From an optimization exercise on the open Yosys and OpenROAD flow, aimed at a short achievable clock period and few clock cycles per item; shortcuts taken in it are not production practice. Function was checked by simulation only, so behaviour that the tests miss may differ from the original.

the baseline:
Design rc_line_decoder, start of the top module:
module rc_line_decoder (
    input             clk,
    input             rst,
    input             start,
    input      [10:0] cfg_segs,    
    input             cfg_ten,     
    input      [16:0] cfg_len,     
    output            idle,
    input             in_valid,
    input      [31:0] in_data,
    output            in_ready,
    input             ab_valid,
    input      [9:0]  ab_px0,
    input      [9:0]  ab_px1,
    output            ab_ready,
    output reg        out_valid,
    output reg [9:0]  out_px0,
    output reg [9:0]  out_px1,
    output reg        done,
    output reg [2:0]  err
);
==> flow/config.mk <==
export PLATFORM = sky130hd
export DESIGN_NAME = rc_line_decoder
export DESIGN_NICKNAME = rc_line_decoder
export VERILOG_FILES = /design/flow/design.v
export SDC_FILE = /design/flow/constraint.sdc
export NUM_CORES = 4
export LEC_CHECK = 0
export ABC_CLOCK_PERIOD_IN_PS = 3000
export CAP_MARGIN = 30
export CORE_MARGIN = 2
export CORE_UTILIZATION = 30
export PLACE_DENSITY = 0.5
export SETUP_SLACK_MARGIN = 5
export SLEW_MARGIN = 30
export TNS_END_PERCENT = 100
==> flow/constraint.sdc <==
create_clock -name core_clock -period 12.0 [get_ports {clk}]
set_input_delay 2.4000 -clock core_clock [delete_from_list [all_inputs] [get_ports {clk}]]
set_output_delay 2.4000 -clock core_clock [all_outputs]
set_load 0.01 [all_outputs]
standard.sh (not shown) runs the stock make flow with config.mk's settings and CLKGATE_MAP_FILE= SYNTH_SCRIPT=/design/flow/synth_recipe.tcl, a recipe that flattens the netlist after the stock synthesis.
==> flow/flow/run.sh <==
#!/bin/bash
# Standard layout (standard synthesis, the standard flow's config and constraints), with
# timing repair asked to keep a larger setup margin.
set -euo pipefail
bash standard.sh SETUP_SLACK_MARGIN=8.5 finish 2>&1 | tee flow_make.log
Testbench counts of the baseline, summed over its fixed seeds: cycles 98,614, pixels 191,616.
Input changes introduced in the candidate (baseline for comparison: the baseline):
--- a/flow/design.v
+++ b/flow/design.v
@@ -178,29 +178,55 @@
     wire         r_short = rem_small && ({bw, 1'b0} > rem[5:0]);
     reg  [5:0]   used;
     always @(*) begin
         if (h_go)      used = {1'b0, h_need};
         else if (p_go) used = p_used;
         else if (r_go) used = {bw, 1'b0};
         else           used = 6'd0;
     end
+    localparam integer NT = 47;         
+    reg  [NT-1:0] t2oh;                 
+    reg  [NT-1:0] l0oh;                 
+    reg  [NT-1:0] toh;
+    integer       v;
+    always @(*) begin
+        t2oh = {NT{1'b0}};
+        l0oh = {NT{1'b0}};
+        for (v = 1; v < 32; v = v + 1)
+            l0oh[v] = (L0 == v);
+        for (i = 1; i < NP; i = i + 1)
+            for (v = 1; v < 32; v = v + 1)
+                t2oh[i + v] = t2oh[i + v] | ((L0 == i) && (lr[5*i +: 5] == v));
+        toh = {{(NT-1){1'b0}}, 1'b1};
+        if (h_go)
+            toh = (h_mode == M_PRED) ? ({{(NT-1){1'b0}}, 1'b1} << 8) :
+                  (h_mode == M_RUN)  ? ({{(NT-1){1'b0}}, 1'b1} << 14) :
+                                       ({{(NT-1){1'b0}}, 1'b1} << 2);
+        else if (p_go)
+            toh = p_two ? t2oh : l0oh;
+        else if (r_go)
+            toh = ten ? ({{(NT-1){1'b0}}, 1'b1} << 20) : ({{(NT-1){1'b0}}, 1'b1} << 16);
+    end
     wire [127:0] bm  = bb | wplace;
-    wire [127:0] bs5 = used[5] ? (bm  << 32) : bm;
-    wire [127:0] bs4 = used[4] ? (bs5 << 16) : bs5;
-    wire [127:0] bs3 = used[3] ? (bs4 << 8)  : bs4;
-    wire [127:0] bs2 = used[2] ? (bs3 << 4)  : bs3;
-    wire [127:0] bs1 = used[1] ? (bs2 << 2)  : bs2;
-    wire [127:0] bs0 = used[0] ? (bs1 << 1)  : bs1;
-    wire [5*NL-1:0] ls5 = used[5] ? (lpre >> 160) : lpre;
-    wire [5*NL-1:0] ls4 = used[4] ? (ls5  >> 80)  : ls5;
-    wire [5*NL-1:0] ls3 = used[3] ? (ls4  >> 40)  : ls4;
-    wire [5*NL-1:0] ls2 = used[2] ? (ls3  >> 20)  : ls3;
-    wire [5*NL-1:0] ls1 = used[1] ? (ls2  >> 10)  : ls2;
-    wire [5*NL-1:0] ls0 = used[0] ? (ls1  >> 5)   : ls1;
+    reg  [127:0] bs0;
+    reg  [5*NP-1:0] ls0;
+    integer      m;
+    always @(*) begin
+        bs0 = 128'd0;
+        for (i = 0; i < 128; i = i + 1)
+            for (m = 0; m < NT; m = m + 1)
+                if (i + m < 128)
+                    bs0[127 - i] = bs0[127 - i] | (toh[m] & bm[127 - i - m]);
+        ls0 = {5*NP{1'b0}};
+        for (i = 0; i < NP; i = i + 1)
+            for (m = 0; m < NT; m = m + 1)
+                if (i + m < NL)
+                    ls0[5*i +: 5] = ls0[5*i +: 5] | ({5{toh[m]}} & lpre[5*(i + m) +: 5]);
+    end
     wire [127:0] bb_c1 = bb << L0;      
     reg          f_vld, f_two, f_raw;
     reg  [30:0]  f_c0, f_c1;        
     reg  [4:0]   f_l0, f_l1;
     reg  [3:0]   f_k;
     function [10:0] rice_u;
         input [30:0] c;             
         input [4:0]  l;             
[summary]
In the summary table, the candidate is marked failed, with error GRT-0116 raised in global routing.
Changes observed in the candidate relative to the baseline: area of placed instances moved up; synthesized-area fraction occupied by and/or/nand/nor cells now larger; total CTS buffers went up.
In the candidate, the post-synthesis xor/xnor area fraction came out 1.3 points below the value in the baseline.
Gate count after technology mapping came out higher on the candidate than on the baseline.
The candidate vs the baseline: die width up in the candidate
Area of the mapped netlist was higher in the candidate than in the baseline.
Portion of the post-synthesis area used by sequential elements was higher in the run labelled the baseline.
Re mux contribution to synthesized area: the baseline and the candidate aren't equal, and the lower value belongs to the candidate.
The candidate vs the baseline on complex-gate fraction of the synthesized area: the candidate is the higher one.
Comparing the baseline and the candidate, the lower adder-cell area share of the yosys netlist was measured on the candidate.
Looking at post-place setup slack, the candidate sits 0.064 ns below the baseline.
Testbench counts of the candidate, summed over its fixed seeds: cycles 98,614, pixels 191,616.

## static timing again, ports no longer ideal
The flow's constraints put no driver on any port. The routed layout listed below was extracted and timed again, unchanged, in two steps. Step 1 sets driving cells, clkbuf_16 on the clock port and buf_2 on the other inputs (assumed; they add their load-dependent delay and slew). Step 2 moves the port delays by t, midway between the first and last clock arrival at a register: inputs arrive t later, outputs are due t later. That takes back most of the time a late clock gives input paths. Three values: no drivers, after step 1, after step 2; two values: the first two.
run: the baseline
t, ns: 1.065
slack for setup (ns): 7.338 / 7.338 / 7.284
hold slack, ns: 0.299 / 0.299 / 0.299
worst setup path at the end: input to register
pins driven straight from the clock port: 1
After both steps the baseline still meets setup and hold. The setup slack of the baseline moves by 0.000 ns with the drivers and by -0.054 ns with both steps.
